Source: an optimization exercise on an open RTL-to-GDS flow (aim: small area, a short achievable clock period and few clock cycles per item). Production flows keep margins and buffers that such runs may drop. RTL that was checked went through simulation tests only; none was proved equivalent to the original. Function not checked in runs 2 and 5: the RTL went through the layout flow alone. Power figures rest on the tool's default switching activity, not on a simulated workload.

==> design/flow/design.v <==
module ras_strip_enc #(
    parameter MAXW = 32                  
) (
    input  wire        clk,
    input  wire        rst,              
    input  wire        in_valid,
    output wire        in_ready,
    input  wire [15:0] in_data,          
    input  wire        in_sof,           
    input  wire        in_eof,           
    input  wire [4:0]  cfg_depth,        
    input  wire        cfg_mosaic,       
    input  wire [5:0]  cfg_width,        
    output wire        out_valid,
    input  wire        out_ready,
    output wire [7:0]  out_data,
    output wire        out_last          
);
    localparam ESC = 24;
    reg         adv;                     
    reg         fresh;                   
    reg         rdy;                     
    assign in_ready = rdy;
    always @(posedge clk)
        fresh <= rst;
    integer i;
    reg         v1;
    reg [15:0]  x1r;                     
    reg         sof1, eof1;
    reg [4:0]   depth1;
    reg         mos1;
    reg [5:0]   w1;
    reg [7:0]   hmask1;                  
    reg [5:0]   col1;
    reg [1:0]   row1;                    
    reg         odd1;
    wire        take    = adv & !fresh & in_valid;      
    wire        wrap1   = (col1 + 6'd1 == w1);
    always @(posedge clk) begin
        if (rst)
            v1 <= 1'b0;
        else if (adv)
            v1 <= take;
        if (take) begin
            x1r  <= in_data;
            sof1 <= in_sof;
            eof1 <= in_eof;
            if (in_sof) begin
                depth1 <= cfg_depth;
                mos1   <= cfg_mosaic;
                w1     <= cfg_width;
                for (i = 0; i < 8; i = i + 1)
                    hmask1[i] <= (cfg_depth > i + 8);
                col1   <= 6'd0;
                row1   <= 2'd0;
                odd1   <= 1'b0;
            end else if (wrap1) begin
                col1   <= 6'd0;
                row1   <= (row1 == 2'd2) ? 2'd2 : row1 + 2'd1;
                odd1   <= ~odd1;
            end else begin
                col1   <= col1 + 6'd1;
            end
        end
    end
    wire [15:0] mask1 = {hmask1, 8'hFF};
    wire [15:0] x1    = x1r & mask1;
    wire [6:0]  sw1   = mos1 ? {w1, 1'b0} : {1'b0, w1};
    wire [5:0]  dsel1 = sw1[5:0] - 6'd1;
    wire        sh1   = adv & v1;
    reg  [15:0] seg32 [0:31];
    reg  [15:0] seg16 [0:15];
    reg  [15:0] seg8  [0:7];
    reg  [15:0] seg4  [0:3];
    reg  [15:0] seg2  [0:1];
    reg  [15:0] seg1;
    wire [15:0] o32 = dsel1[5] ? seg32[31] : x1;
    wire [15:0] o16 = dsel1[4] ? seg16[15] : o32;
    wire [15:0] o8  = dsel1[3] ? seg8[7]   : o16;
    wire [15:0] o4  = dsel1[2] ? seg4[3]   : o8;
    wire [15:0] o2  = dsel1[1] ? seg2[1]   : o4;
    reg  [6:0]  osel;
    wire [5:0]  wm1 = cfg_width - 6'd1;
    always @(posedge clk) begin
        if (take && in_sof) begin
            osel[0] <= cfg_mosaic || wm1[0];
            osel[1] <= !cfg_mosaic && wm1[1:0] == 2'b10;
            osel[2] <= !cfg_mosaic && wm1[2:0] == 3'b100;
            osel[3] <= !cfg_mosaic && wm1[3:0] == 4'b1000;
            osel[4] <= !cfg_mosaic && wm1[4:0] == 5'b10000;
            osel[5] <= !cfg_mosaic && wm1[5:0] == 6'b100000;
            osel[6] <= !cfg_mosaic && wm1[5:0] == 6'b000000;
        end
    end
    wire [15:0] bn = ({16{osel[0]}} & seg1)      | ({16{osel[1]}} & seg2[1])
                   | ({16{osel[2]}} & seg4[3])   | ({16{osel[3]}} & seg8[7])
                   | ({16{osel[4]}} & seg16[15]) | ({16{osel[5]}} & seg32[31])
                   | ({16{osel[6]}} & x1);
    reg  [15:0] na1, nb1, left1, up1;
    reg         altb1;                   
    reg  [16:0] ad1, bd1;                
    wire [15:0] an = mos1 ? left1 : x1;
    wire [15:0] dn = mos1 ? up1 : nb1;
    always @(posedge clk) begin
        if (sh1) begin
            seg32[0] <= x1;
            for (i = 1; i < 32; i = i + 1)
                seg32[i] <= seg32[i - 1];
            seg16[0] <= o32;
            for (i = 1; i < 16; i = i + 1)
                seg16[i] <= seg16[i - 1];
            seg8[0] <= o16;
            for (i = 1; i < 8; i = i + 1)
                seg8[i] <= seg8[i - 1];
            seg4[0] <= o8;
            for (i = 1; i < 4; i = i + 1)
                seg4[i] <= seg4[i - 1];
            seg2[0] <= o4;
            seg2[1] <= seg2[0];
            seg1    <= o2;
            left1 <= x1;
            up1   <= nb1;
            na1   <= an;
            nb1   <= bn;
            altb1 <= an < bn;
            ad1   <= {1'b0, an} - {1'b0, dn};
            bd1   <= {1'b0, bn} - {1'b0, dn};
        end
    end
    wire [1:0]  st1  = mos1 ? 2'd2 : 2'd1;
    wire        top1 = row1 < st1;
    wire        lft1 = col1 < {4'd0, st1};
    wire [15:0] e_a   = x1r - na1;
    wire [15:0] e_b   = x1r - nb1;
    wire [15:0] med_s = x1r ^ ~na1 ^ ~bd1[15:0];
    wire [15:0] med_c = (x1r & ~na1) | (x1r & ~bd1[15:0]) | (~na1 & ~bd1[15:0]);
    wire [15:0] e_med = med_s + {med_c[14:0], 1'b1} + 16'd1;
    wire [15:0] msbh1 = mask1 & ~{1'b0, mask1[15:1]};    
    wire [15:0] e_h   = x1r ^ msbh1;                     
    wire        sa1   = ad1[16];                         
    wire        sb1   = bd1[16];                         
    wire        dgea1 = sa1 || ad1[15:0] == 16'd0;       
    wire        dgeb1 = sb1 || bd1[15:0] == 16'd0;       
    reg  [15:0] e1;
    always @(*) begin
        if (top1 && lft1)
            e1 = e_h;
        else if (top1)
            e1 = e_a;
        else if (lft1)
            e1 = e_b;
        else if (dgea1 && dgeb1)
            e1 = altb1 ? e_a : e_b;          
        else if (!sa1 && !sb1)
            e1 = altb1 ? e_b : e_a;          
        else
            e1 = e_med;                      
    end
    wire        flat1 = top1 | lft1;
    wire [16:0] g1    = {1'b0, ad1[15:0] ^ {16{sa1}}} + {1'b0, bd1[15:0] ^ {16{sb1}}}
                      + {15'd0, sa1} + {15'd0, sb1};
    reg  [3:0]  gclass1;
    always @(*) begin
        gclass1 = 4'd0;
        for (i = 0; i < 17; i = i + 1)
            if (g1[i])
                gclass1 = (i >= 14) ? 4'd15 : i + 1;
        if (flat1)
            gclass1 = 4'd0;
    end
    wire [1:0]  colour1 = mos1 ? {odd1, col1[0]} : 2'd0;
    wire [5:0]  ctx1    = {colour1, gclass1};
    reg         v2, sof2, eof2;
    reg [15:0]  e2;
    reg [5:0]   ctx2;
    reg [4:0]   depth2;
    always @(posedge clk) begin
        if (rst)
            v2 <= 1'b0;
        else if (adv)
            v2 <= v1;
        if (adv) begin
            sof2   <= sof1;
            eof2   <= eof1;
            e2     <= e1;
            ctx2   <= ctx1;
            depth2 <= depth1;
        end
    end
    reg  [15:0] mask2;                   
    always @(*)
        for (i = 0; i < 16; i = i + 1)
            mask2[i] = (i < 8) || (depth2 > i);
    wire [15:0] msbh2 = mask2 & ~{1'b0, mask2[15:1]};    
    wire        neg2  = |(e2 & msbh2);
    wire [15:0] m2    = ({e2[14:0], 1'b0} ^ {16{neg2}}) & mask2;
    reg  [21:0] ctx_a [0:63];
    reg  [5:0]  ctx_n [0:63];            
    reg  [63:0] ctx_v;                   
    wire [63:0] ctxh2 = 64'd1 << ctx2;   
    reg  [21:0] rda2;
    reg  [5:0]  rdn2;
    always @(*) begin
        rda2 = 22'd0;
        rdn2 = 6'd0;
        for (i = 0; i < 64; i = i + 1) begin
            rda2 = rda2 | ({22{ctxh2[i]}} & ctx_a[i]);
            rdn2 = rdn2 | ({6{ctxh2[i]}} & ctx_n[i]);
        end
    end
    reg         v3, eof3;
    reg [21:0]  a3;
    reg [5:0]   n3;
    reg         half3;                   
    reg [15:0]  m3;
    reg [5:0]   ctx3;
    reg [4:0]   depth3;
    wire [22:0] asum3   = {1'b0, a3} + {7'd0, m3} + {22'd0, half3};
    wire [21:0] anew3   = half3 ? asum3[22:1] : asum3[21:0];
    wire [5:0]  nnew3   = half3 ? 6'd32 : n3 + 6'd1;
    wire        fwd2    = v3 && !sof2 && (ctx3 == ctx2);
    wire        hit2    = |(ctx_v & ctxh2) && !sof2;
    wire [21:0] ainit2  = 22'd1 << (depth2 - 5'd6);
    wire [21:0] ard2    = fwd2 ? anew3 : (hit2 ? rda2 : ainit2);
    wire [5:0]  nrd2    = fwd2 ? nnew3 : (hit2 ? rdn2 : 6'd1);
    always @(posedge clk) begin
        if (rst)
            v3 <= 1'b0;
        else if (adv)
            v3 <= v2;
        if (adv) begin
            eof3   <= eof2;
            a3     <= ard2;
            n3     <= nrd2;
            half3  <= (nrd2 == 6'd63);
            m3     <= m2;
            ctx3   <= ctx2;
            depth3 <= depth2;
        end
        if (adv && v3) begin
            ctx_a[ctx3] <= anew3;
            ctx_n[ctx3] <= nnew3;
        end
        if (adv && v2 && sof2)
            ctx_v <= 64'd0;
        else if (adv && v3)
            ctx_v[ctx3] <= 1'b1;
    end
    reg  [15:0] t3;
    reg  [5:0]  lo3;
    always @(*) begin
        for (i = 0; i < 16; i = i + 1) begin
            lo3   = a3 >> i;
            t3[i] = (i < depth3) && ((a3 >> (i + 6)) != 0 || lo3 > n3
                    || (lo3 == n3 && (a3 & ((22'd1 << i) - 22'd1)) != 0));
        end
    end
    wire [4:0]  k3;
    assign k3[4] = t3[15];
    assign k3[3] = t3[7] & ~t3[15];
    assign k3[2] = (t3[3] & ~t3[7]) | (t3[11] & ~t3[15]);
    assign k3[1] = (t3[1] & ~t3[3]) | (t3[5] & ~t3[7]) | (t3[9] & ~t3[11])
                 | (t3[13] & ~t3[15]);
    assign k3[0] = (t3[0] & ~t3[1]) | (t3[2] & ~t3[3]) | (t3[4] & ~t3[5])
                 | (t3[6] & ~t3[7]) | (t3[8] & ~t3[9]) | (t3[10] & ~t3[11])
                 | (t3[12] & ~t3[13]) | (t3[14] & ~t3[15]);
    reg         esc3;
    reg  [4:0]  q3;
    reg  [20:0] mx3;
    always @(*) begin
        esc3 = 1'b0;
        q3   = 5'd0;
        mx3  = {5'd0, m3};
        for (i = 0; i <= 16; i = i + 1)
            if ((i == 0 || t3[i - 1]) && (i == 16 || !t3[i])) begin
                if ({8'd0, m3} >= (ESC << i))
                    esc3 = 1'b1;
                q3 = q3 | mx3[i +: 5];
            end
    end
    reg         v4, eof4, esc4;
    reg [15:0]  m4;
    reg [4:0]   kk4, q4;                 
    always @(posedge clk) begin
        if (rst)
            v4 <= 1'b0;
        else if (adv)
            v4 <= v3;
        if (adv) begin
            eof4   <= eof3;
            esc4   <= esc3;
            m4     <= m3;
            kk4    <= esc3 ? depth3 : k3;
            q4     <= q3;
        end
    end
    wire [15:0] field4 = m4 << (5'd16 - kk4);               
    wire [4:0]  qe4    = esc4 ? 5'd24 : q4;
    wire [4:0]  fsh4   = esc4 ? 5'd24 : q4 + 5'd1;
    wire [5:0]  len4   = {1'b0, fsh4} + {1'b0, kk4};
    wire [39:0] ones4  = ~({40{1'b1}} >> qe4);
    wire [39:0] code4  = ones4 | ({field4, 24'd0} >> fsh4);
    reg         v5, eof5;
    reg [39:0]  code5;
    reg [5:0]   len5;
    always @(posedge clk) begin
        if (rst)
            v5 <= 1'b0;
        else if (adv)
            v5 <= v4;
        if (adv) begin
            eof5  <= eof4;
            code5 <= code4;
            len5  <= len4;
        end
    end
    reg  [63:0] acc;
    reg  [6:0]  occ;
    reg  [7:0]  lastf;
    reg         ge8;                     
    wire        push   = ge8 && out_ready;
    wire        app    = adv && v5;
    wire [63:0] acc_a  = app ? (acc | ({code5, 24'd0} >> occ[4:0])) : acc;
    wire [6:0]  occ_a  = occ + (app ? {1'b0, len5} : 7'd0);
    wire [6:0]  occ_r  = (app && eof5) ? {occ_a[6:3] + {3'd0, occ_a[2:0] != 3'd0}, 3'd0}
                                       : occ_a;
    wire [2:0]  lidx   = occ_r[5:3] - 3'd1;
    wire [7:0]  lst_a  = (app && eof5) ? (lastf | (8'd1 << lidx)) : lastf;
    wire        fit_n  = push ? (occ_r <= 7'd32) : (occ_r <= 7'd24);
    always @(posedge clk) begin
        if (rst) begin
            acc   <= 64'd0;
            occ   <= 7'd0;
            ge8   <= 1'b0;
            lastf <= 8'd0;
            adv   <= 1'b1;
            rdy   <= 1'b0;
        end else begin
            acc   <= push ? {acc_a[55:0], 8'd0} : acc_a;
            occ   <= push ? occ_r - 7'd8 : occ_r;
            ge8   <= push ? (occ_r >= 7'd16) : (occ_r >= 7'd8);
            lastf <= push ? {1'b0, lst_a[7:1]} : lst_a;
            adv   <= fit_n;
            rdy   <= fit_n;
        end
    end
    assign out_valid = ge8;
    assign out_data  = acc[63:56];
    assign out_last  = lastf[0];
endmodule
==> design/flow/flow/run.sh <==
#!/bin/bash
# The standard layout (standard.sh: the standard flow's synthesis and ORFS flow, all
# steps), with one change to how it is made: the buffers that ORFS puts on
# every input and output port are buf_4 cells (BUFFER_PORTS_ARGS).
# Each step's output goes to a log file of its own in this folder.
set -euo pipefail
export BUFFER_PORTS_ARGS="-buffer_cell sky130_fd_sc_hd__buf_4"
bash standard.sh synth > synth.log 2>&1
bash standard.sh floorplan > floorplan.log 2>&1
bash standard.sh place > place.log 2>&1
bash standard.sh cts > cts.log 2>&1
bash standard.sh route > route.log 2>&1
bash standard.sh finish > finish.log 2>&1
==> design/flow/standard.sh <==
#!/bin/bash
# synth_recipe.tcl (not shown) runs the flow's synth.tcl, then flattens the netlist and writes it again
# the make line also repeats each setting of config.mk as NAME=value (left out here)
make -C /OpenROAD-flow-scripts/flow DESIGN_CONFIG=/design/flow/config.mk WORK_HOME=/design/flow/orfs CLKGATE_MAP_FILE= SYNTH_SCRIPT=/design/flow/synth_recipe.tcl "${@:-finish}"
==> design/flow/config.mk <==
export PLATFORM = sky130hd
export DESIGN_NAME = ras_strip_enc
export DESIGN_NICKNAME = ras_strip_enc
export VERILOG_FILES = /design/flow/design.v
export SDC_FILE = /design/flow/constraint.sdc
export NUM_CORES = 8
export LEC_CHECK = 0
export CAP_MARGIN = 30
export CORE_MARGIN = 2
export CORE_UTILIZATION = 40
export CTS_BUF_LIST = sky130_fd_sc_hd__clkbuf_4 sky130_fd_sc_hd__clkbuf_8 sky130_fd_sc_hd__clkbuf_16
export CTS_CLUSTER_DIAMETER = 80
export CTS_CLUSTER_SIZE = 25
export SLEW_MARGIN = 40
==> design/flow/constraint.sdc <==
create_clock -name core_clock -period 18.0 [get_ports {clk}]
set_input_delay 3.6000 -clock core_clock [delete_from_list [all_inputs] [get_ports {clk}]]
set_output_delay 3.6000 -clock core_clock [all_outputs]
set_load 0.01 [all_outputs]
==> results of run 1 <==
==> path summary, 6_finish.rpt <==
kind	startpoint	to	slack (ps)
hold reg to reg	seg16[9][5]$_DFFE_PP_	seg16[10][5]$_DFFE_PP_	380
setup reg to reg	ctx2[5]$_SDFFCE_PN0P_	a3[15]$_DFFE_PP_	13200
hold / removal	seg16[9][5]$_DFFE_PP_	seg16[10][5]$_DFFE_PP_	380
setup / recovery	ge8$_SDFF_PP0_	out_valid	12940
==> synthesized netlist by cell type, types with 97 or more instances <==
master       n  area (µm²)
mux2_2     132        1490
mux2i_1    113        1130
clkbuf_1   322        1210
o21ai_0    144         721
a21oi_1    267        1340
nor3_1     175         876
xnor2_1     97         850
a22oi_1    924        6940
edfxtp_1  3098       93000
nand4_1    125         782
nand2_1    500        1880
inv_1      159         597
nor2_1     509        1910
dfxtp_1    152        3040
ha_1       272        3400
==> metrics by stage <==
stage               instance area, µm²  hold slack, ps  setup slack, ps
finish                          143000             384            12940
global route                    143000             379            12870
CTS                             143000             370            12870
detailed placement              138000             405            12530
global placement                137000             400            12220
floorplan                       130000             400             5800
==> sequential cells by signal (all words and copies together) (netlist names), 17 cells and up <==
register  cells
acc          64
ctx_v        64
ad1          17
bd1          17
seg16       256
seg8        128
a3           22
ctx_n       384
seg2         32
code5        40
seg4         64
seg32       496
ctx_a      1408
==> power groups by stage <==
stage | Sequential [mW] | Clock [mW] | Combinational (mW)
finish | 10.4 | 4.23 | 5.30
global route | 10.4 | 4.52 | 5.65
CTS | 10.4 | 4.28 | 5.16
detailed placement | 10.5 | 0 | 5.14
global placement | 10.5 | 0 | 4.98
floorplan | 10.4 | 0 | 3.21
==> layer usage <==
layer	GRT usage, %	vias up	part of all wire (%)
li1	-	33200	-
met1	33.4	40900	38
met2	38.1	5361	44
met3	5.88	1272	12
met4	12.3	16	6.1
met5	0.230	-	0.041
==> cell type report <==
type / count / area share (%)
diodes: 19 / 0.0333
clock buffers: 182 / 3.00
clock inverters: 49 / 0.436
inverters: 164 / 0.431
multi-input cells: 4550 / 23.1
flip-flops and latches: 3250 / 67.2
well taps: 4325 / 3.79
repair buffers: 314 / 2.01
==> cells by family after synthesis <==
group                    share of synthesized area (%)
adder cells (fa/ha/maj)                           2.99
flip-flops                                        74.0
AO/OA/AOI/OAI                                     10.4
multiplexers                                      2.76
AND/OR/NAND/NOR                                   6.95
buffers and inverters                             1.63
XOR/XNOR                                          1.28
==> cells in the final DEF (no fill, tap or decap), types with 20 or more instances in the layout <==
master,instances
a211oi_1,73
a21o_1,75
a21oi_1,264
a221oi_1,28
a22o_1,24
a22oi_1,924
a31oi_1,59
and2_1,28
and3_1,90
buf_4,266
buf_6,20
clkbuf_16,167
dfxtp_1,148
edfxtp_1,3098
fa_1,24
ha_1,271
inv_1,159
mux2_2,129
mux2i_1,110
mux4_2,35
nand2_1,498
nand2b_1,65
nand3_1,85
nand4_1,125
nor2_1,381
nor2_4,124
nor2b_1,37
nor3_1,168
nor4_1,74
o211ai_1,32
o21a_1,42
o21ai_0,140
o221ai_1,27
o22ai_1,32
or3_1,26
xnor2_1,95
xor2_1,93
==> impl_metrics.toml, run 1 <==
[timing]
maxSlewViolCount = 0
fin_setup_tns_ps = 0
clock.fmax_mhz = 198
rsz0062_at_grt = "no"
hold_viol = 0
finalSetupViolations = 0
finalClockSkew_ps = 88.8
tightest_slew_ps = 1020
period_needed_ps = 5060
maxSlewHeadroom_pct = 31.4
fin_crit_sh_pct = 28.1

[grt]
antenna_found_initial = 18
grt_max_degree = 115
grt_pass1_wl_mm = 585
first_global_vias = 75400
track_usage_pct = 24.9
overflow = 0

[hold_path]
hold_depth = 0
min_path_type = "flop to flop"

[placement]
placed_cells = 12600
dp_hpwl_mm = 250
gp_congestion = 0.874
portBuffers = 44

[clock_tree]
cts_root_buffer = "clkbuf_16"
cts.sinks = 3250
cts.reportedPaths.clkPinSlew_ps = 90
cts_tree = "built"
post_cts_buffers = 0
cts_buffer_depth = 4
clk_latency_ps = 920
cts_buffers = 165
hold_buffers = 0
post_cts_resized = 0
ctsHtreeMaxLevel = 4

[die]
die_area_um2 = 329000
rows = 209
fp.coreArea_um2 = 324000
die_x_um = 574
io_pins = 45
start_util_pct = 40.1
die_height_um = 574

[synth]
yosysUniqueCellTypes = 93
ys_ff_latch = 3250
synth_cells = 8343
avgSynthCellArea_um2 = 15.6
syn-cell-area_um2 = 130000
synth_edf_count = 3098
ys.flop_type = "edfxtp_1"
yosysWarningCount = 8
ys_seq_area_share_pct = 74.0
synthesis.nets = 8673
ys_async_sr_fraction_pct = 0

[pwr]
p_int_mw = 13.3
clock_power_share_pct = 21.3
ir_worst_vdd_uv = 244
p_per_area_nw_per_um2 = 139
pwr-share-comb_pct = 26.6
leakage_nw = 47.4
p_switching_mw = 6.60
seqPwrFrac_pct = 52.1
power.total_mw = 19.9
switching_share_pct = 33.2

[finish]
num-fill-cells = 28400
drive_gt1_share_pct = 11.1
fin_cells = 12900
multi_input_area_um2 = 33000
fin_util_pct = 44.2
seqCellArea_um2 = 96100
nets = 8775
syn_to_final_growth_pct = 10.1

[worst_setup_path]
cp_num_buf_inv = 1
startpoint_type = "flop"
path_cells = "buf_4"
rr_worst_depth = 10
critPathTopFamily = "flip-flops"
max_stage_delay_ps = 450
worst-path-stages = 1
crit_slowest_cell = "dfxtp_1"
crit_fanout = 4
crit_path_end_kind = "output port"
cp_data_required_time_ps = 14400
arrival_ps = 1460
critPathKind = "flop to output port"

[detailed_routing]
wl_per_cell_um = 33.0
drc = 0
vias = 80700
wl_mm = 424
ant_nets = 0
drt_first_pass_iters = 11
drt_iter0_drc = 13900
via_per_inst = 6.28

[run]
maxCapViolations = 0

[outcome]
status = "no timing/DRC/antenna violations"
Testbench counts, summed over its fixed seeds: cycles 136,400, items 127,122.
==> run 2, diff against run 1 <==
--- a/design/flow/design.v
+++ b/design/flow/design.v
@@ -280,7 +280,8 @@
     end
     reg         v4, eof4, esc4;
     reg [15:0]  m4;
-    reg [4:0]   kk4, q4;                 
+    reg [4:0]   kk4;                     
+    reg [4:0]   fsh4;                    
     always @(posedge clk) begin
         if (rst)
             v4 <= 1'b0;
@@ -291,14 +292,14 @@
             esc4   <= esc3;
             m4     <= m3;
             kk4    <= esc3 ? depth3 : k3;
-            q4     <= q3;
+            fsh4   <= esc3 ? 5'd24 : q3 + 5'd1;
         end
     end
-    wire [15:0] field4 = m4 << (5'd16 - kk4);               
-    wire [4:0]  qe4    = esc4 ? 5'd24 : q4;
-    wire [4:0]  fsh4   = esc4 ? 5'd24 : q4 + 5'd1;
+    wire [31:0] mk4    = {m4, 16'd0} >> kk4;
+    wire [15:0] field4 = mk4[15:0];                          
     wire [5:0]  len4   = {1'b0, fsh4} + {1'b0, kk4};
-    wire [39:0] ones4  = ~({40{1'b1}} >> qe4);
+    wire [39:0] onef4  = ~({40{1'b1}} >> fsh4);              
+    wire [39:0] ones4  = esc4 ? onef4 : {onef4[38:0], 1'b0};  
     wire [39:0] code4  = ones4 | ({field4, 24'd0} >> fsh4);
     reg         v5, eof5;
     reg [39:0]  code5;
@@ -318,7 +319,7 @@
     reg  [6:0]  occ;
     reg  [7:0]  lastf;
     reg         ge8;                     
-    wire        push   = ge8 && out_ready;
+    wire        push   = (occ[6:3] != 4'd0) && out_ready;      
     wire        app    = adv && v5;
     wire [63:0] acc_a  = app ? (acc | ({code5, 24'd0} >> occ[4:0])) : acc;
     wire [6:0]  occ_a  = occ + (app ? {1'b0, len5} : 7'd0);
==> impl_metrics.toml, run 2 <==
[placement]
gp_congestion = 0.895
dp_hpwl_mm = 246
portBuffers = 44

[timing]
fin_setup_tns_ps = 0
rsz0062_at_grt = "no"
finalClockSkew_ps = 129
maxSlewHeadroom_pct = 32.2
maxSlewViolCount = 0
tightest_slew_ps = 1010
finalSetupViolations = 0
hold_viol = 0
fin_crit_sh_pct = 28.7
period_needed_ps = 5170
clock.fmax_mhz = 193

[die]
start_util_pct = 40.2
die_area_um2 = 328000
fp.coreArea_um2 = 321000
die_x_um = 573
die_height_um = 573
io_pins = 45
rows = 208

[clock_tree]
clk_latency_ps = 920
post_cts_buffers = 0
cts_buffers = 166
ctsHtreeMaxLevel = 4
cts_tree = "built"
cts.reportedPaths.clkPinSlew_ps = 100
cts.sinks = 3250
post_cts_resized = 0
cts_buffer_depth = 4
hold_buffers = 0
cts_root_buffer = "clkbuf_16"

[synth]
avgSynthCellArea_um2 = 15.6
synth_cells = 8309
yosysTopAreaCell = "edfxtp_1"
yosysUniqueCellTypes = 92
synth.area.top_cells = "edfxtp_1 72%, a22oi_1 5.4%, ha_1 2.6%"
yosysWarningCount = 8
ys_async_sr_fraction_pct = 0
yosysMostFrequentCell = "edfxtp_1"
synth_edf_count = 3098
syn-cell-area_um2 = 129000
ys.flop_type = "edfxtp_1"
ys_ff_latch = 3250
synthesis.nets = 8638
yosys.area.top_type_share_pct = 71.9
synth.top_cells.by_count = "3098 x edfxtp_1, 938 x a22oi_1, 517 x nand2_1, 506 x nor2_1, 318 x clkbuf_1"
ys_seq_area_share_pct = 74.3

[hold_path]
min_path_type = "flop to flop"

[detailed_routing]
met3WireLength_mm = 55.0
via_per_inst = 6.25
ant_nets = 0
met2_length_mm = 179
wl_met1_mm = 162
vias = 80100
wl_per_cell_um = 32.9
drc = 0
topRoutingLayerUsed = "met5"
wl_mm = 421
drt_iter0_drc = 13000
drt_first_pass_iters = 13

[worst_setup_path]
startpoint_type = "flop"
crit_slowest_cell = "dfxtp_4"
crit_fanout = 116
max_stage_delay_ps = 710
cp_data_required_time_ps = 18480
path_cells = "and2_4 -> buf_12 -> buf_16 -> buf_6 -> buf_6 -> buf_12 -> buf_16 -> buf_16"
critPathKind = "flop to flop"
crit_top_cell = "buf_16"
arrival_ps = 5650
crit_path_end_kind = "flop"

[finish]
largest_reg_flops = 1408
layout_commonest_cell = "edfxtp_1"
layout_common_cells = "3098 x edfxtp_1, 938 x a22oi_1, 514 x nand2_1"
syn_to_final_growth_pct = 10.1
drive_gt1_share_pct = 11.2
top_register = "ctx_a"
largest_registers = "ctx_a: 1408 flops, seg32: 496 flops, ctx_n: 384 flops"
nets = 8739
fin_util_pct = 44.3

[grt]
overflow = 0
grt_pass1_wl_mm = 578
antenna_found_initial = 20
track_usage_pct = 25.0
grt_max_degree = 184
first_global_vias = 74300

[outcome]
status = "no timing/DRC/antenna violations"

[run]
maxCapViolations = 0

[pwr]
leakage_nw = 46.4
p_per_area_nw_per_um2 = 134
ir_worst_vdd_uv = 216
power.total_mw = 19.1
-- run 2: cell count changes after synthesis, moves of 13 or more --
cell,before,now
a211oi_1,73,102
a21o_1,75,50
a221oi_1,28,10
a22oi_1,924,938
a31oi_1,60,36
and3_1,91,53
buf_2,19,4
inv_1,159,207
nand2_1,500,517
nand2b_1,68,47
nor3_1,175,201
o21ai_0,144,165
o221ai_1,29,8
xnor2_1,97,110
-- run 2: kinds of logic after synthesis --
kind of cell               count (synthesis)  synth area share [%]
buffers and inverters                    581                  1.73
muxes                                    292                  2.82
AOI/OAI and AO/OA                       1875                  10.2
xor gates and xnor gates                 195                  1.32
DFF                                     3250                  74.3
and+or+nand+nor                         1821                  6.68
adders and majority gates                295                  2.99
-- run 2: final timing paths --
kind / startpoint / end / slack [ps] / cells after the start
worst max-delay path: adv$_SDFF_PP1_ / seg32[26][8]$_DFFE_PP_ / 12830 / 8
worst min-delay path: seg32[28][8]$_DFFE_PP_ / seg32[29][8]$_DFFE_PP_ / 370 / 0
worst max register to register: adv$_SDFF_PP1_ / seg32[26][8]$_DFFE_PP_ / 12830 / 8
worst min register to register: seg32[28][8]$_DFFE_PP_ / seg32[29][8]$_DFFE_PP_ / 370 / 0
-- run 2: critical path, delay by kind of cell, from the launching register on --
| kind | cells | cell delay [ps] |
|---|---|---|
| and+or+nand+nor | 1 | 590 |
| buffers and inverters | 7 | 3010 |
| DFF | 1 | 710 |
-- run 2: through the flow --
stage,instance area [µm²],std cells,hold WS (ps),worst slack [ps]
after global routing,142000,12800,387,12390
after floorplan,129000,8309,400,5810
after detailed placement,137000,12500,405,12640
after CTS,142000,12800,388,12630
final,142000,12800,371,12830
after global placement,137000,12500,400,12650
-- run 2: power by group --
group	total [mW]	internal [mW]	switching, mW
logic	4.56	1.30	3.26
clock network	4.26	1.81	2.45
registers	10.3	9.89	0.370
-- run 2: final cells by class --
| cell class | instances | area (µm²) |
|---|---|---|
| timing repair buffer | 303 | 2740 |
| clock inverter | 47 | 687 |
| sequential | 3250 | 96100 |
| antenna | 23 | 57.6 |
| inverter | 211 | 793 |
| multi-input combinational | 4478 | 32400 |
| tap | 4305 | 5390 |
| clock buffer | 184 | 4310 |
| fill | 27900 | 179000 |
-- run 2: metal layers --
layer | vias up | track usage, %
li1 | 32900 | -
met1 | 40600 | 34.6
met2 | 5468 | 36.6
met3 | 1091 | 6.36
met4 | 8 | 12.4
met5 | - | 0.191
==> run 3, diff against run 2 <==
--- a/design/flow/design.v
+++ b/design/flow/design.v
@@ -194,9 +194,8 @@
     wire [15:0] msbh2 = mask2 & ~{1'b0, mask2[15:1]};    
     wire        neg2  = |(e2 & msbh2);
     wire [15:0] m2    = ({e2[14:0], 1'b0} ^ {16{neg2}}) & mask2;
-    reg  [21:0] ctx_a [0:63];
+    reg  [21:0] ctx_a [0:63];            
     reg  [5:0]  ctx_n [0:63];            
-    reg  [63:0] ctx_v;                   
     wire [63:0] ctxh2 = 64'd1 << ctx2;   
     reg  [21:0] rda2;
     reg  [5:0]  rdn2;
@@ -209,18 +208,20 @@
         end
     end
     reg         v3, eof3;
-    reg [21:0]  a3;
+    reg [21:0]  a3;                      
     reg [5:0]   n3;
     reg         half3;                   
     reg [15:0]  m3;
     reg [5:0]   ctx3;
     reg [4:0]   depth3;
-    wire [22:0] asum3   = {1'b0, a3} + {7'd0, m3} + {22'd0, half3};
+    wire [22:0] asum3   = {1'b0, a3} + {7'd0, m3};
     wire [21:0] anew3   = half3 ? asum3[22:1] : asum3[21:0];
     wire [5:0]  nnew3   = half3 ? 6'd32 : n3 + 6'd1;
+    wire        clr3    = adv && v2 && sof2;
+    wire [5:0]  nwr3    = nnew3 & {6{!clr3}};
     wire        fwd2    = v3 && !sof2 && (ctx3 == ctx2);
-    wire        hit2    = |(ctx_v & ctxh2) && !sof2;
-    wire [21:0] ainit2  = 22'd1 << (depth2 - 5'd6);
+    wire        hit2    = (rdn2 != 6'd0) && !sof2;
+    wire [21:0] ainit2  = (22'd1 << (depth2 - 5'd6)) - 22'd1;
     wire [21:0] ard2    = fwd2 ? anew3 : (hit2 ? rda2 : ainit2);
     wire [5:0]  nrd2    = fwd2 ? nnew3 : (hit2 ? rdn2 : 6'd1);
     always @(posedge clk) begin
@@ -237,22 +238,18 @@
             ctx3   <= ctx2;
             depth3 <= depth2;
         end
-        if (adv && v3) begin
+        if (adv && v3)
             ctx_a[ctx3] <= anew3;
-            ctx_n[ctx3] <= nnew3;
-        end
-        if (adv && v2 && sof2)
-            ctx_v <= 64'd0;
-        else if (adv && v3)
-            ctx_v[ctx3] <= 1'b1;
+        for (i = 0; i < 64; i = i + 1)
+            if (clr3 || (adv && v3 && ctx3 == i))
+                ctx_n[i] <= nwr3;
     end
     reg  [15:0] t3;
     reg  [5:0]  lo3;
     always @(*) begin
         for (i = 0; i < 16; i = i + 1) begin
             lo3   = a3 >> i;
-            t3[i] = (i < depth3) && ((a3 >> (i + 6)) != 0 || lo3 > n3
-                    || (lo3 == n3 && (a3 & ((22'd1 << i) - 22'd1)) != 0));
+            t3[i] = (i < depth3) && ((a3 >> (i + 6)) != 0 || lo3 >= n3);
         end
     end
     wire [4:0]  k3;
@@ -298,11 +295,10 @@
     wire [31:0] mk4    = {m4, 16'd0} >> kk4;
     wire [15:0] field4 = mk4[15:0];                          
     wire [5:0]  len4   = {1'b0, fsh4} + {1'b0, kk4};
-    wire [39:0] onef4  = ~({40{1'b1}} >> fsh4);              
-    wire [39:0] ones4  = esc4 ? onef4 : {onef4[38:0], 1'b0};  
-    wire [39:0] code4  = ones4 | ({field4, 24'd0} >> fsh4);
+    wire [4:0]  qe4    = fsh4 - {4'd0, !esc4};               
     reg         v5, eof5;
-    reg [39:0]  code5;
+    reg [15:0]  field5;
+    reg [4:0]   qe5, fsh5;
     reg [5:0]   len5;
     always @(posedge clk) begin
         if (rst)
@@ -310,9 +306,11 @@
         else if (adv)
             v5 <= v4;
         if (adv) begin
-            eof5  <= eof4;
-            code5 <= code4;
-            len5  <= len4;
+            eof5   <= eof4;
+            field5 <= field4;
+            qe5    <= qe4;
+            fsh5   <= fsh4;
+            len5   <= len4;
         end
     end
     reg  [63:0] acc;
@@ -321,7 +319,11 @@
     reg         ge8;                     
     wire        push   = (occ[6:3] != 4'd0) && out_ready;      
     wire        app    = adv && v5;
-    wire [63:0] acc_a  = app ? (acc | ({code5, 24'd0} >> occ[4:0])) : acc;
+    wire [5:0]  endu   = {1'b0, occ[4:0]} + {1'b0, qe5};
+    wire [5:0]  startf = {1'b0, occ[4:0]} + {1'b0, fsh5};
+    wire [63:0] ones5  = ~({64{1'b1}} >> endu) & ({64{1'b1}} >> occ[4:0]);
+    wire [63:0] fld5   = {field5, 48'd0} >> startf;
+    wire [63:0] acc_a  = app ? (acc | ones5 | fld5) : acc;
     wire [6:0]  occ_a  = occ + (app ? {1'b0, len5} : 7'd0);
     wire [6:0]  occ_r  = (app && eof5) ? {occ_a[6:3] + {3'd0, occ_a[2:0] != 3'd0}, 3'd0}
                                        : occ_a;
--- a/design/flow/config.mk
+++ b/design/flow/config.mk
@@ -5,10 +5,10 @@
 export SDC_FILE = /design/flow/constraint.sdc
 export NUM_CORES = 8
 export LEC_CHECK = 0
-export CAP_MARGIN = 30
+export CAP_MARGIN = 20
 export CORE_MARGIN = 2
 export CORE_UTILIZATION = 40
 export CTS_BUF_LIST = sky130_fd_sc_hd__clkbuf_4 sky130_fd_sc_hd__clkbuf_8 sky130_fd_sc_hd__clkbuf_16
 export CTS_CLUSTER_DIAMETER = 80
 export CTS_CLUSTER_SIZE = 25
-export SLEW_MARGIN = 40
+export SLEW_MARGIN = 20
==> impl_metrics.toml, run 3 <==
[outcome]
status = "no timing/DRC/antenna violations"

[timing]
hold_viol = 0
fin_crit_sh_pct = 28.4
maxSlewViolCount = 0
maxSlewHeadroom_pct = 16.7
fin_setup_tns_ps = 0
rsz0062_at_grt = "no"
finalSetupViolations = 0
finalClockSkew_ps = 87.7
tightest_slew_ps = 1240
period_needed_ps = 5110
clock.fmax_mhz = 196

[finish]
drive_gt1_share_pct = 11.6
layout_common_cells = "3084 x edfxtp_1, 516 x nand3_1, 343 x buf_4"
top_register = "ctx_a"
largest_registers = "ctx_a: 1408 flops, seg32: 496 flops, ctx_n: 384 flops"
largest_reg_flops = 1408
multi_input_area_um2 = 31000
syn_to_final_growth_pct = 9.79
seqCellArea_um2 = 94400
nets = 8441
layout_commonest_cell = "edfxtp_1"
num-fill-cells = 27400

[grt]
track_usage_pct = 24.8
first_global_vias = 72900
grt_pass1_wl_mm = 568
antenna_found_initial = 24
overflow = 0
grt_max_degree = 213

[pwr]
power.total_mw = 22.6
leakage_nw = 44.9
p_per_area_nw_per_um2 = 163
ir_worst_vdd_uv = 367

[die]
die_x_um = 566
die_height_um = 566
fp.coreArea_um2 = 315000
start_util_pct = 40.2
die_area_um2 = 321000
io_pins = 45
rows = 206

[synth]
synth.top_cells.by_count = "3084 x edfxtp_1, 517 x nand3_1, 406 x nor2_1, 359 x clkbuf_1, 323 x a22oi_1"
ys_async_sr_fraction_pct = 0
yosysUniqueCellTypes = 87
yosysMostFrequentCell = "edfxtp_1"
yosysWarningCount = 9
synth_edf_count = 3084
yosys.area.top_type_share_pct = 73.2
synthesis.nets = 8352
synth.area.top_cells = "edfxtp_1 73%, ha_1 2.8%, nand3_1 2.0%"
yosysTopAreaCell = "edfxtp_1"
ys_ff_latch = 3172
syn-cell-area_um2 = 126000
synth_cells = 8012
ys.flop_type = "edfxtp_1"
ys_seq_area_share_pct = 74.6
avgSynthCellArea_um2 = 15.8

[clock_tree]
post_cts_resized = 0
cts.reportedPaths.clkPinSlew_ps = 100
cts_root_buffer = "clkbuf_16"
hold_buffers = 0
cts_buffers = 165
post_cts_buffers = 0
clk_latency_ps = 910
cts.sinks = 3172
cts_tree = "built"
ctsHtreeMaxLevel = 4
cts_buffer_depth = 4

[detailed_routing]
vias = 78500
drt_iter0_drc = 13200
via_per_inst = 6.36
drt_first_pass_iters = 6
ant_nets = 0
drc = 0
wl_per_cell_um = 33.2
wl_mm = 410

[hold_path]
min_path_type = "flop to flop"

[worst_setup_path]
path_cells = "buf_4"
cp_num_buf_inv = 1
crit_path_end_kind = "output port"
max_stage_delay_ps = 460
critPathKind = "flop to output port"
cp_data_required_time_ps = 14400
arrival_ps = 1510
crit_slowest_cell = "dfxtp_1"
crit_fanout = 2
startpoint_type = "flop"
critPathTopFamily = "flip-flops"

[run]
maxCapViolations = 0

[placement]
portBuffers = 44
gp_congestion = 0.942
dp_hpwl_mm = 244
## run 3: metrics by stage
step,worst slack [ps],area (µm²),hold slack [ps],cells,utilization [%]
floorplan,41.3,126000,400,8012,-
finish,12890,139000,361,12300,44.1
detailed placement,12590,134000,405,12100,42.5
global route,12470,139000,376,12300,44.1
global placement,12590,134000,400,12100,42.4
CTS,12800,139000,344,12300,44.1
## run 3: path summary, 6_finish.rpt
check	startpoint	endpoint	slack [ps]	cells after the start
hold reg to reg	seg16[9][4]$_DFFE_PP_	seg16[10][4]$_DFFE_PP_	360	0
setup / recovery	acc[58]$_SDFFE_PP0P_	out_data[2]	12890	1
setup reg to reg	adv$_SDFF_PP1_	seg4[3][7]$_DFFE_PP_	12960	5
hold / removal	seg16[9][4]$_DFFE_PP_	seg16[10][4]$_DFFE_PP_	360	0
## run 3: cell families after synthesis
family | count (synthesis) | share of synthesized area [%]
xor+xnor | 201 | 1.39
simple gates | 1842 | 7.33
mux | 192 | 1.75
compound gates | 1705 | 9.93
buf+inv | 593 | 1.81
flops | 3172 | 74.6
fa+ha+maj | 307 | 3.19
## run 3: routing by layer
metal,GRT usage [%],part of all wire (%),vias up
met1,33.7,38,39400
met2,36.9,43,5654
met5,0,0.021,-
met3,6.36,13,1229
li1,-,-,32100
met4,12.3,6.3,14
## run 3: layout make-up
type,instances,area share [%]
sequential,3172,68.0
multi-input combinational,4247,22.3
tap,4160,3.75
clock buffer,176,3.08
timing repair buffer,350,1.93
clock inverter,52,0.517
inverter,165,0.446
antenna,15,0.0270
## run 3: power breakdown
part           internal [mW]  switching, mW  total, mW
Sequential              10.9          0.462       11.4
Combinational           1.74           5.27       7.01
Clock                   1.84           2.39       4.24
Testbench counts of run 3, summed over its fixed seeds: cycles 136,400, items 127,122.
==> run 4, diff against run 3 <==
--- a/design/flow/config.mk
+++ b/design/flow/config.mk
@@ -5,10 +5,10 @@
 export SDC_FILE = /design/flow/constraint.sdc
 export NUM_CORES = 8
 export LEC_CHECK = 0
-export CAP_MARGIN = 20
+export CAP_MARGIN = 30
 export CORE_MARGIN = 2
 export CORE_UTILIZATION = 40
 export CTS_BUF_LIST = sky130_fd_sc_hd__clkbuf_4 sky130_fd_sc_hd__clkbuf_8 sky130_fd_sc_hd__clkbuf_16
 export CTS_CLUSTER_DIAMETER = 80
 export CTS_CLUSTER_SIZE = 25
-export SLEW_MARGIN = 20
+export SLEW_MARGIN = 40
==> impl_metrics.toml, run 4 <==
[clock_tree]
cts_buffers = 168
cts_tree = "built"
cts_root_buffer = "clkbuf_16"
post_cts_resized = 0
ctsHtreeMaxLevel = 4
cts.sinks = 3172
cts.reportedPaths.clkPinSlew_ps = 90
cts_buffer_depth = 4
hold_buffers = 0
clk_latency_ps = 920
post_cts_buffers = 0

[finish]
layout_commonest_cell = "edfxtp_1"
nets = 8454
drive_gt1_share_pct = 12.3
largest_reg_flops = 1408
layout_common_cells = "3084 x edfxtp_1, 512 x nand3_1, 335 x buf_4"
syn_to_final_growth_pct = 10.2
largest_registers = "ctx_a: 1408 flops, seg32: 496 flops, ctx_n: 384 flops"
top_register = "ctx_a"
fin_cells = 12400

[synth]
avgSynthCellArea_um2 = 15.8
ys_ff_latch = 3172
yosysMostFrequentCell = "edfxtp_1"
synth.top_cells.by_count = "3084 x edfxtp_1, 517 x nand3_1, 406 x nor2_1, 359 x clkbuf_1, 323 x a22oi_1"
synth_cells = 8012
yosys.area.top_type_share_pct = 73.2
synth.area.top_cells = "edfxtp_1 73%, ha_1 2.8%, nand3_1 2.0%"
ys_async_sr_fraction_pct = 0
ys_seq_area_share_pct = 74.6
synthesis.nets = 8352
syn-cell-area_um2 = 126000
yosysWarningCount = 9
ys.flop_type = "edfxtp_1"
yosysUniqueCellTypes = 87
synth_edf_count = 3084
yosysTopAreaCell = "edfxtp_1"

[placement]
portBuffers = 44
gp_congestion = 0.942
placed_cells = 12100
dp_hpwl_mm = 245

[pwr]
p_per_area_nw_per_um2 = 163
power.total_mw = 22.7
ir_worst_vdd_uv = 461
leakage_nw = 45.1

[grt]
first_global_vias = 73000
overflow = 0
antenna_found_initial = 22
grt_max_degree = 170
track_usage_pct = 24.8
grt_pass1_wl_mm = 568

[detailed_routing]
drt_iter0_drc = 13500
ant_nets = 0
wl_per_cell_um = 33.1
met3WireLength_mm = 51.7
vias = 78600
topRoutingLayerUsed = "met5"
drc = 0
wl_met1_mm = 156
met2_length_mm = 177
via_per_inst = 6.36
drt_first_pass_iters = 9
wl_mm = 409

[worst_setup_path]
cp_num_buf_inv = 1
rrSetupSlack_ps = 13350
endpoint = "out_data[2]"
worst-path-stages = 1
timing.rr.end = "lastf[5]$_SDFF_PP0_"
arrival_ps = 1480
rr_worst_depth = 13
max_stage_delay_ps = 470
cp-startpoint = "acc[58]$_SDFFE_PP0P_"
crit_fanout = 2
regToRegStartpoint = "adv$_SDFF_PP1_"
cp_data_required_time_ps = 14400
critPathTopFamily = "flip-flops"
critPathKind = "flop to output port"
path_cells = "buf_4"
startpoint_type = "flop"
crit_slowest_cell = "dfxtp_1"
crit_path_end_kind = "output port"

[timing]
clock.fmax_mhz = 197
maxSlewHeadroom_pct = 31.9
fin_setup_tns_ps = 0
period_needed_ps = 5080
finalSetupViolations = 0
hold_viol = 0
rsz0062_at_grt = "no"
fin_crit_sh_pct = 28.2
maxSlewViolCount = 0
tightest_slew_ps = 1020
finalClockSkew_ps = 88.7

[hold_path]
min_path_type = "flop to flop"

[die]
die_height_um = 566
start_util_pct = 40.2
die_area_um2 = 321000
fp.coreArea_um2 = 315000
io_pins = 45
die_x_um = 566
rows = 206

[run]
maxCapViolations = 0

[outcome]
status = "no timing/DRC/antenna violations"
-- run 4: cell counts after synthesis --
No cell type changed its count.
-- run 4: worst min path at each step --
stage | start | endpoint | slack [ps] | cells past startpoint
finish | seg32[2][3]$_DFFE_PP_ | seg32[3][3]$_DFFE_PP_ | 380 | 0
global route | seg32[11][2]$_DFFE_PP_ | seg32[12][2]$_DFFE_PP_ | 390 | 0
CTS | seg32[9][2]$_DFFE_PP_ | seg32[10][2]$_DFFE_PP_ | 370 | 0
detailed placement | eof2$_DFFE_PP_ | eof3$_DFFE_PP_ | 400 | 0
global placement | seg16[9][5]$_DFFE_PP_ | seg16[10][5]$_DFFE_PP_ | 400 | 0
floorplan | depth1[0]$_DFFE_PP_ | depth2[0]$_DFFE_PP_ | 400 | 0
-- run 4: per-layer routing --
| layer | vias up | global-route usage (%) |
|---|---|---|
| met4 | 12 | 11.8 |
| met1 | 39600 | 33.9 |
| met2 | 5581 | 37.0 |
| li1 | 32200 | - |
| met5 | - | 0 |
| met3 | 1167 | 6.13 |
-- run 4: worst reg2reg max path, delay by kind of cell, from the launching register on --
family,cells,cell delay [ps]
simple gates,2,700
compound gates,2,380
mux,1,330
xor+xnor,1,330
flops,1,600
buf+inv,2,820
fa+ha+maj,5,1410
-- run 4: layout make-up --
| class | instances | area (µm²) |
|---|---|---|
| tap | 4160 | 5200 |
| inverter | 165 | 619 |
| multi-input combinational | 4247 | 31200 |
| clock buffer | 181 | 4380 |
| fill | 27200 | 175000 |
| clock inverter | 53 | 763 |
| antenna | 19 | 47.5 |
| timing repair buffer | 360 | 2880 |
| sequential | 3172 | 94400 |
-- run 4: power by group --
group | internal [mW] | switching (mW) | total [mW]
Sequential | 10.9 | 0.455 | 11.3
Clock | 1.87 | 2.43 | 4.30
Combinational | 1.78 | 5.30 | 7.09
Total | 14.5 | 8.19 | 22.7
-- run 4: through the flow --
stage	area [µm²]	utilization [%]	hold slack (ps)	setup slack, ps
6_report	139000	44.3	384	12920
5_1_grt	139000	44.3	389	12840
4_1_cts	139000	44.3	375	12830
3_5_place_dp	134000	42.6	405	12570
3_3_place_gp	134000	42.4	400	12590
2_1_floorplan	126000	-	400	41.3
-- run 4: logic make-up after synthesis --
family	share of synthesized area, %
AND/OR/NAND/NOR	7.33
buffers and inverters	1.81
adder cells (fa/ha/maj)	3.19
flip-flops	74.6
multiplexers	1.75
AO/OA/AOI/OAI	9.93
XOR/XNOR	1.39
==> run 5, diff against run 4 <==
--- a/design/flow/design.v
+++ b/design/flow/design.v
@@ -214,16 +214,17 @@
     reg [15:0]  m3;
     reg [5:0]   ctx3;
     reg [4:0]   depth3;
-    wire [22:0] asum3   = {1'b0, a3} + {7'd0, m3};
+    wire        new3    = (n3 == 6'd0);
+    wire [21:0] a3e     = new3 ? (22'd1 << (depth3 - 5'd6)) - 22'd1 : a3;
+    wire [5:0]  n3e     = new3 ? 6'd1 : n3;
+    wire [22:0] asum3   = {1'b0, a3e} + {7'd0, m3};
     wire [21:0] anew3   = half3 ? asum3[22:1] : asum3[21:0];
-    wire [5:0]  nnew3   = half3 ? 6'd32 : n3 + 6'd1;
+    wire [5:0]  nnew3   = half3 ? 6'd32 : n3e + 6'd1;
     wire        clr3    = adv && v2 && sof2;
     wire [5:0]  nwr3    = nnew3 & {6{!clr3}};
     wire        fwd2    = v3 && !sof2 && (ctx3 == ctx2);
-    wire        hit2    = (rdn2 != 6'd0) && !sof2;
-    wire [21:0] ainit2  = (22'd1 << (depth2 - 5'd6)) - 22'd1;
-    wire [21:0] ard2    = fwd2 ? anew3 : (hit2 ? rda2 : ainit2);
-    wire [5:0]  nrd2    = fwd2 ? nnew3 : (hit2 ? rdn2 : 6'd1);
+    wire [21:0] ard2    = fwd2 ? anew3 : rda2;
+    wire [5:0]  nrd2    = fwd2 ? nnew3 : (sof2 ? 6'd0 : rdn2);
     always @(posedge clk) begin
         if (rst)
             v3 <= 1'b0;
@@ -248,8 +249,8 @@
     reg  [5:0]  lo3;
     always @(*) begin
         for (i = 0; i < 16; i = i + 1) begin
-            lo3   = a3 >> i;
-            t3[i] = (i < depth3) && ((a3 >> (i + 6)) != 0 || lo3 >= n3);
+            lo3   = a3e >> i;
+            t3[i] = (i < depth3) && ((a3e >> (i + 6)) != 0 || lo3 >= n3e);
         end
     end
     wire [4:0]  k3;
==> impl_metrics.toml, run 5 <==
[outcome]
status = "no timing/DRC/antenna violations"

[worst_setup_path]
rrSetupSlack_ps = 10650
arrival_ps = 7960
cp_data_required_time_ps = 18610
crit_slowest_cell = "edfxtp_1"
crit_fanout = 20
max_stage_delay_ps = 890
startpoint_type = "flop"
critPathKind = "flop to flop"
crit_path_end_kind = "flop"
crit_top_cell = "ha_1"

[clock_tree]
cts_buffer_depth = 4
cts_root_buffer = "clkbuf_16"
clk_latency_ps = 960
post_cts_buffers = 0
cts.reportedPaths.clkPinSlew_ps = 90
cts_tree = "built"
cts_buffers = 163
ctsHtreeMaxLevel = 4
hold_buffers = 0
post_cts_resized = 0
cts.sinks = 3172

[timing]
maxSlewHeadroom_pct = 33.3
setup_slack_ps = 10650
finalSetupViolations = 0
fin_setup_tns_ps = 0
hold_viol = 0
finalClockSkew_ps = 140
fin_crit_sh_pct = 40.8
clock.fmax_mhz = 136
period_needed_ps = 7350
tightest_slew_ps = 1000
rsz0062_at_grt = "no"
maxSlewViolCount = 0

[pwr]
leakage_nw = 45.0
ir_worst_vdd_uv = 357
p_per_area_nw_per_um2 = 171

[detailed_routing]
drc = 0
wl_per_cell_um = 34.9
wl_met1_mm = 162
vias = 77300
met3WireLength_mm = 56.1
drt_iter0_drc = 13100
wl_mm = 420
drt_first_pass_iters = 8
met2_length_mm = 177
topRoutingLayerUsed = "met5"
ant_nets = 0
via_per_inst = 6.43

[synth]
synth_top_family_by_area = "compound AO/OA/AOI/OAI gates"
ys_async_sr_fraction_pct = 0
synthesis.nets = 7982
synth_mux_area_share_pct = 2.00
ys.flop_type = "edfxtp_1"
yosysTopAreaCell = "edfxtp_1"
synth_cells = 7643
yosysUniqueCellTypes = 104
yosysWarningCount = 9
synth-compound-area-share_pct = 11.5
synth.top_cells.by_count = "3084 x edfxtp_1, 422 x a221oi_1, 419 x nor2_1, 401 x a22o_1, 293 x clkbuf_1"
synthAdderAreaFrac_pct = 3.19
synth_edf_count = 3084
ys_seq_area_share_pct = 75.1
synth.area.top_cells = "edfxtp_1 74%, a221oi_1 2.9%, a22o_1 2.8%"
syn-cell-area_um2 = 126000
yosys.area.top_type_share_pct = 73.7
yosysMostFrequentCell = "edfxtp_1"
yosys.area_share.simple_pct = 5.33
synth-xor-area-share_pct = 1.31
avgSynthCellArea_um2 = 16.4
ys_ff_latch = 3172

[placement]
dp_slack_ps = 10650
dp_hpwl_mm = 249
gp_congestion = 0.933
portBuffers = 44

[finish]
largest_reg_flops = 1408
syn_to_final_growth_pct = 10.3
layout_common_cells = "3084 x edfxtp_1, 422 x a221oi_1, 401 x a22o_1"
layout_commonest_cell = "edfxtp_1"
largest_registers = "ctx_a: 1408 flops, seg32: 496 flops, ctx_n: 384 flops"
nets = 8168
drive_gt1_share_pct = 12.4
top_register = "ctx_a"

[grt]
overflow = 0
track_usage_pct = 25.7
grt_pass1_wl_mm = 572
first_global_vias = 71500
antenna_found_initial = 33
grt_max_degree = 120

[die]
start_util_pct = 40.2
rows = 205
die_x_um = 565
die_height_um = 565
io_pins = 45
fp.coreArea_um2 = 312000
die_area_um2 = 319000

[hold_path]
min_path_type = "flop to flop"

[run]
maxCapViolations = 0
run 5: cell count changes after synthesis, moves of 23 or more:
cell	change
o21a_1	-23
nor4_1	-33
nand4_1	-72
clkbuf_1	-66
a221oi_1	+172
a21o_1	+23
inv_1	+25
buf_1	-23
a22oi_1	-158
nand3_1	-433
a22o_1	+172
run 5: power breakdown:
part	internal, mW	switching, mW	leakage, nW	total (mW)
combinational	1.97	5.74	13.8	7.70
clock	1.75	2.39	2.34	4.13
sequential	11.4	0.428	28.9	11.9
total	15.1	8.55	45.0	23.7
run 5: critical path, delay by kind of cell, from the launching register on:
kind	cells	cell delay [ps]
and+or+nand+nor	9	1640
AOI/OAI and AO/OA	7	1540
DFF	1	890
adders and majority gates	3	880
xor gates and xnor gates	2	860
buffers and inverters	4	850
muxes	1	380
run 5: path summary, 6_finish.rpt:
| check | from | endpoint | cells past startpoint |
|---|---|---|---|
| worst max-delay path | depth3[4]$_DFFE_PP_ | fsh4[4]$_SDFFCE_PP1P_ | 26 |
| worst min-delay path | seg32[6][4]$_DFFE_PP_ | seg32[7][4]$_DFFE_PP_ | 0 |
| worst max register to register | depth3[4]$_DFFE_PP_ | fsh4[4]$_SDFFCE_PP1P_ | 26 |
| worst min register to register | seg32[6][4]$_DFFE_PP_ | seg32[7][4]$_DFFE_PP_ | 0 |
run 5: cells by family after synthesis:
| group | Yosys count |
|---|---|
| flip-flops | 3172 |
| AO/OA/AOI/OAI | 1880 |
| AND/OR/NAND/NOR | 1356 |
| buffers and inverters | 527 |
| adder cells (fa/ha/maj) | 305 |
| multiplexers | 216 |
| XOR/XNOR | 187 |
run 5: stage by stage:
stage	power (mW)	instance area [µm²]	utilization, %	hold slack [ps]	cells
4_1_cts	23.6	139000	44.3	352	12000
6_report	23.7	139000	44.4	374	12000
3_5_place_dp	19.5	134000	42.8	405	11800
2_1_floorplan	16.5	126000	-	400	7643
5_1_grt	24.6	139000	44.4	350	12000
3_3_place_gp	19.3	133000	42.6	400	11800
run 5: per-layer routing:
metal  vias up  global-route usage, %
met5         -                  0.506
met4        26                   12.5
met3      1268                   7.14
met2      5461                   37.2
met1     39400                   35.5
li1      31200                      -
run 5: final cells by class:
cell class / instances / area (µm²)
antenna: 15 / 37.5
clock buffer: 169 / 4160
clock inverter: 50 / 639
fill: 27000 / 174000
inverter: 192 / 723
multi-input combinational: 3944 / 30700
sequential: 3172 / 94400
tap: 4140 / 5180
timing repair buffer: 356 / 2860
==> run 6, diff against run 5 <==
--- a/design/flow/design.v
+++ b/design/flow/design.v
@@ -214,17 +214,16 @@
     reg [15:0]  m3;
     reg [5:0]   ctx3;
     reg [4:0]   depth3;
-    wire        new3    = (n3 == 6'd0);
-    wire [21:0] a3e     = new3 ? (22'd1 << (depth3 - 5'd6)) - 22'd1 : a3;
-    wire [5:0]  n3e     = new3 ? 6'd1 : n3;
-    wire [22:0] asum3   = {1'b0, a3e} + {7'd0, m3};
+    wire [22:0] asum3   = {1'b0, a3} + {7'd0, m3};
     wire [21:0] anew3   = half3 ? asum3[22:1] : asum3[21:0];
-    wire [5:0]  nnew3   = half3 ? 6'd32 : n3e + 6'd1;
-    wire        clr3    = adv && v2 && sof2;
-    wire [5:0]  nwr3    = nnew3 & {6{!clr3}};
+    wire [5:0]  nnew3   = half3 ? 6'd32 : n3 + 6'd1;
+    wire        clr     = adv && v1 && sof1;
+    wire        wr3     = adv && v3 && !(v2 && sof2);
+    wire [21:0] awr3    = clr ? (22'd1 << (depth1 - 5'd6)) - 22'd1 : anew3;
+    wire [5:0]  nwr3    = clr ? 6'd1 : nnew3;
     wire        fwd2    = v3 && !sof2 && (ctx3 == ctx2);
     wire [21:0] ard2    = fwd2 ? anew3 : rda2;
-    wire [5:0]  nrd2    = fwd2 ? nnew3 : (sof2 ? 6'd0 : rdn2);
+    wire [5:0]  nrd2    = fwd2 ? nnew3 : rdn2;
     always @(posedge clk) begin
         if (rst)
             v3 <= 1'b0;
@@ -239,18 +238,18 @@
             ctx3   <= ctx2;
             depth3 <= depth2;
         end
-        if (adv && v3)
-            ctx_a[ctx3] <= anew3;
         for (i = 0; i < 64; i = i + 1)
-            if (clr3 || (adv && v3 && ctx3 == i))
+            if (clr || (wr3 && ctx3 == i)) begin
+                ctx_a[i] <= awr3;
                 ctx_n[i] <= nwr3;
+            end
     end
     reg  [15:0] t3;
     reg  [5:0]  lo3;
     always @(*) begin
         for (i = 0; i < 16; i = i + 1) begin
-            lo3   = a3e >> i;
-            t3[i] = (i < depth3) && ((a3e >> (i + 6)) != 0 || lo3 >= n3e);
+            lo3   = a3 >> i;
+            t3[i] = (i < depth3) && ((a3 >> (i + 6)) != 0 || lo3 >= n3);
         end
     end
     wire [4:0]  k3;
==> impl_metrics.toml, run 6 <==
[outcome]
status = "no timing/DRC/antenna violations"

[synth]
yosysTopAreaCell = "edfxtp_1"
ys_seq_area_share_pct = 75.4
ys_async_sr_fraction_pct = 0
avgSynthCellArea_um2 = 16.0
syn-cell-area_um2 = 125000
synth_cells = 7839
synth.top_cells.by_count = "3084 x edfxtp_1, 928 x a22oi_1, 504 x nand2_1, 370 x nor2_1, 308 x clkbuf_1"
yosysUniqueCellTypes = 89
synth_edf_count = 3084
yosys.area.top_type_share_pct = 74.0
yosysMostFrequentCell = "edfxtp_1"
yosysWarningCount = 10
synthesis.nets = 8176
ys.flop_type = "edfxtp_1"
ys_ff_latch = 3172
synth.area.top_cells = "edfxtp_1 74%, a22oi_1 5.6%, ha_1 2.8%"

[timing]
rsz0062_at_grt = "no"
maxSlewHeadroom_pct = 33.9
maxSlewViolCount = 0
finalClockSkew_ps = 124
fin_crit_sh_pct = 28.1
hold_viol = 0
fin_setup_tns_ps = 0
clock.fmax_mhz = 198
finalSetupViolations = 0
period_needed_ps = 5060
tightest_slew_ps = 992

[finish]
fin_cells = 12200
largest_registers = "ctx_a: 1408 flops, seg32: 496 flops, ctx_n: 384 flops"
top_register = "ctx_a"
num-fill-cells = 27100
multi_input_area_um2 = 30400
seqCellArea_um2 = 94400
largest_reg_flops = 1408
nets = 8314
drive_gt1_share_pct = 10.7
layout_commonest_cell = "edfxtp_1"
layout_common_cells = "3084 x edfxtp_1, 928 x a22oi_1, 502 x nand2_1"
syn_to_final_growth_pct = 10.5

[pwr]
seqPwrFrac_pct = 51.5
switching_share_pct = 35.5
p_switching_mw = 8.08
pwr-share-comb_pct = 30.4
ir_worst_vdd_uv = 394
p_int_mw = 14.7
clock_power_share_pct = 18.2
leakage_nw = 45.5
p_per_area_nw_per_um2 = 165
power.total_mw = 22.8

[clock_tree]
ctsHtreeMaxLevel = 4
post_cts_buffers = 0
hold_buffers = 0
cts.reportedPaths.clkPinSlew_ps = 100
clk_latency_ps = 950
cts.sinks = 3172
cts_buffers = 163
cts_root_buffer = "clkbuf_16"
post_cts_resized = 0
cts_buffer_depth = 4
cts_tree = "built"

[worst_setup_path]
critPathTopFamily = "flip-flops"
arrival_ps = 1460
cp_data_required_time_ps = 14400
rr_worst_depth = 13
cp_num_buf_inv = 1
crit_slowest_cell = "dfxtp_1"
path_cells = "buf_4"
crit_fanout = 2
crit_path_end_kind = "output port"
worst-path-stages = 1
startpoint_type = "flop"
critPathKind = "flop to output port"
max_stage_delay_ps = 400

[grt]
first_global_vias = 71600
met1_usage_pct = 34.5
grt_use_met2_pct = 37.9
antenna_found_initial = 15
grt_max_degree = 116
grt_busiest_layer = "met2"
track_usage_pct = 25.2
grt_pass1_wl_mm = 563
overflow = 0
grtUsageMet3_pct = 6.03

[die]
io_pins = 45
fp.coreArea_um2 = 311000
die_height_um = 563
start_util_pct = 40.2
die_x_um = 563
rows = 205
die_area_um2 = 317000

[placement]
placed_cells = 12000
gp_congestion = 0.909
portBuffers = 44
dp_hpwl_mm = 238

[detailed_routing]
drc = 0
via_per_inst = 6.27
vias = 76400
drt_iter0_drc = 12700
wl_per_cell_um = 33.6
wl_mm = 410
drt_first_pass_iters = 8
ant_nets = 0

[run]
maxCapViolations = 0

[hold_path]
min_path_type = "flop to flop"
hold_depth = 0
==> run 6: cell types whose count changed after synthesis, sizes merged, moves of 19 or more <==
cell	delta
a21boi	-22
a21o	-20
a21oi	+64
a221oi	-387
a22o	-378
a22oi	+763
inv	-34
mux2	-31
mux2i	+19
nand2	+266
nand4	-23
nor2	-50
nor4	+38
o21a	+26
==> run 6: logic make-up after synthesis <==
kind of cell / after synthesis / synth area share, %
flip-flops: 3172 / 75.4
AO/OA/AOI/OAI: 1905 / 10.7
adder cells (fa/ha/maj): 304 / 3.20
XOR/XNOR: 198 / 1.39
buffers and inverters: 498 / 1.54
AND/OR/NAND/NOR: 1564 / 5.96
multiplexers: 198 / 1.78
==> run 6: routing by layer <==
| layer | up-vias | part of all wire, % |
|---|---|---|
| met1 | 38700 | 38 |
| li1 | 31300 | - |
| met4 | 4 | 5.7 |
| met5 | - | 0.0051 |
| met2 | 5250 | 43 |
| met3 | 1130 | 13 |
==> run 6: final cells by class <==
cell class                      instances  share of cell area (%)
Antenna cell                           10                  0.0181
Clock buffer                          175                    3.05
Clock inverter                         46                   0.418
Inverter                              158                   0.429
Multi-Input combinational cell       4169                    22.0
Sequential cell                      3172                    68.3
Tap cell                             4140                    3.75
Timing Repair Buffer                  313                    2.07
==> run 6: power groups by stage <==
stage | logic (mW) | registers [mW] | clock network (mW)
finish | 6.91 | 11.7 | 4.14
global placement | 6.43 | 11.9 | 0
CTS | 6.74 | 11.7 | 4.19
floorplan | 3.81 | 11.9 | 0
detailed placement | 6.73 | 11.9 | 0
global route | 7.35 | 11.8 | 4.42
==> run 6: path summary, 6_finish.rpt <==
check	slack [ps]	start	end
worst min-delay path	350	seg16[14][3]$_DFFE_PP_	seg16[15][3]$_DFFE_PP_
worst max-delay path	12940	acc[62]$_SDFFE_PP0P_	out_data[6]
worst min register to register	350	seg16[14][3]$_DFFE_PP_	seg16[15][3]$_DFFE_PP_
worst max register to register	13130	depth1[1]$_DFFE_PP_	ctx_a[20][10]$_DFFE_PP_
==> run 6: stage by stage <==
stage | setup slack (ps) | utilization (%) | hold WS (ps) | instance area [µm²]
2_1_floorplan | 4800 | - | 400 | 125000
3_3_place_gp | 12390 | 42.6 | 400 | 133000
3_5_place_dp | 12670 | 42.8 | 405 | 133000
4_1_cts | 12870 | 44.4 | 334 | 138000
5_1_grt | 12750 | 44.4 | 356 | 138000
6_report | 12940 | 44.4 | 346 | 138000
Testbench counts of run 6, summed over its fixed seeds: cycles 136,400, items 127,122.

## re-timing with driven ports
How much do the figures lean on ideal ports? The routed layouts below were timed once more, with nothing changed but the port constraints.
Step 1: set_driving_cell puts a clkbuf_16 on clk and a buf_2 on each other input, an assumption about the parent block.
Step 2 moves the port delays by t, midway between the first and last clock arrival at a register: inputs arrive t later, outputs are due t later. That takes back most of the time a late clock gives input paths.
Three values: no drivers, after step 1, after step 2; two values: the first two.
run	t, ns	slack for setup (ns)	hold WS [ns]
run 1	0.970	12.941 / 12.849 / 12.499	0.384 / 0.384 / 0.384
run 2	0.954	12.828 / 12.828 / 12.621	0.371 / 0.371 / 0.371
run 3	0.971	12.892 / 12.792 / 12.609	0.361 / 0.361 / 0.361
run 4	0.976	12.916 / 12.819 / 12.530	0.384 / 0.384 / 0.384
run 5	0.980	10.651 / 10.651 / 10.651	0.374 / 0.374 / 0.374
run 6	0.971	12.938 / 12.840 / 12.703	0.346 / 0.346 / 0.346
After both steps every run listed still meets setup and hold. The setup slack of run 1, which loses most, moves by -0.092 ns with the drivers and by -0.442 ns with both steps.
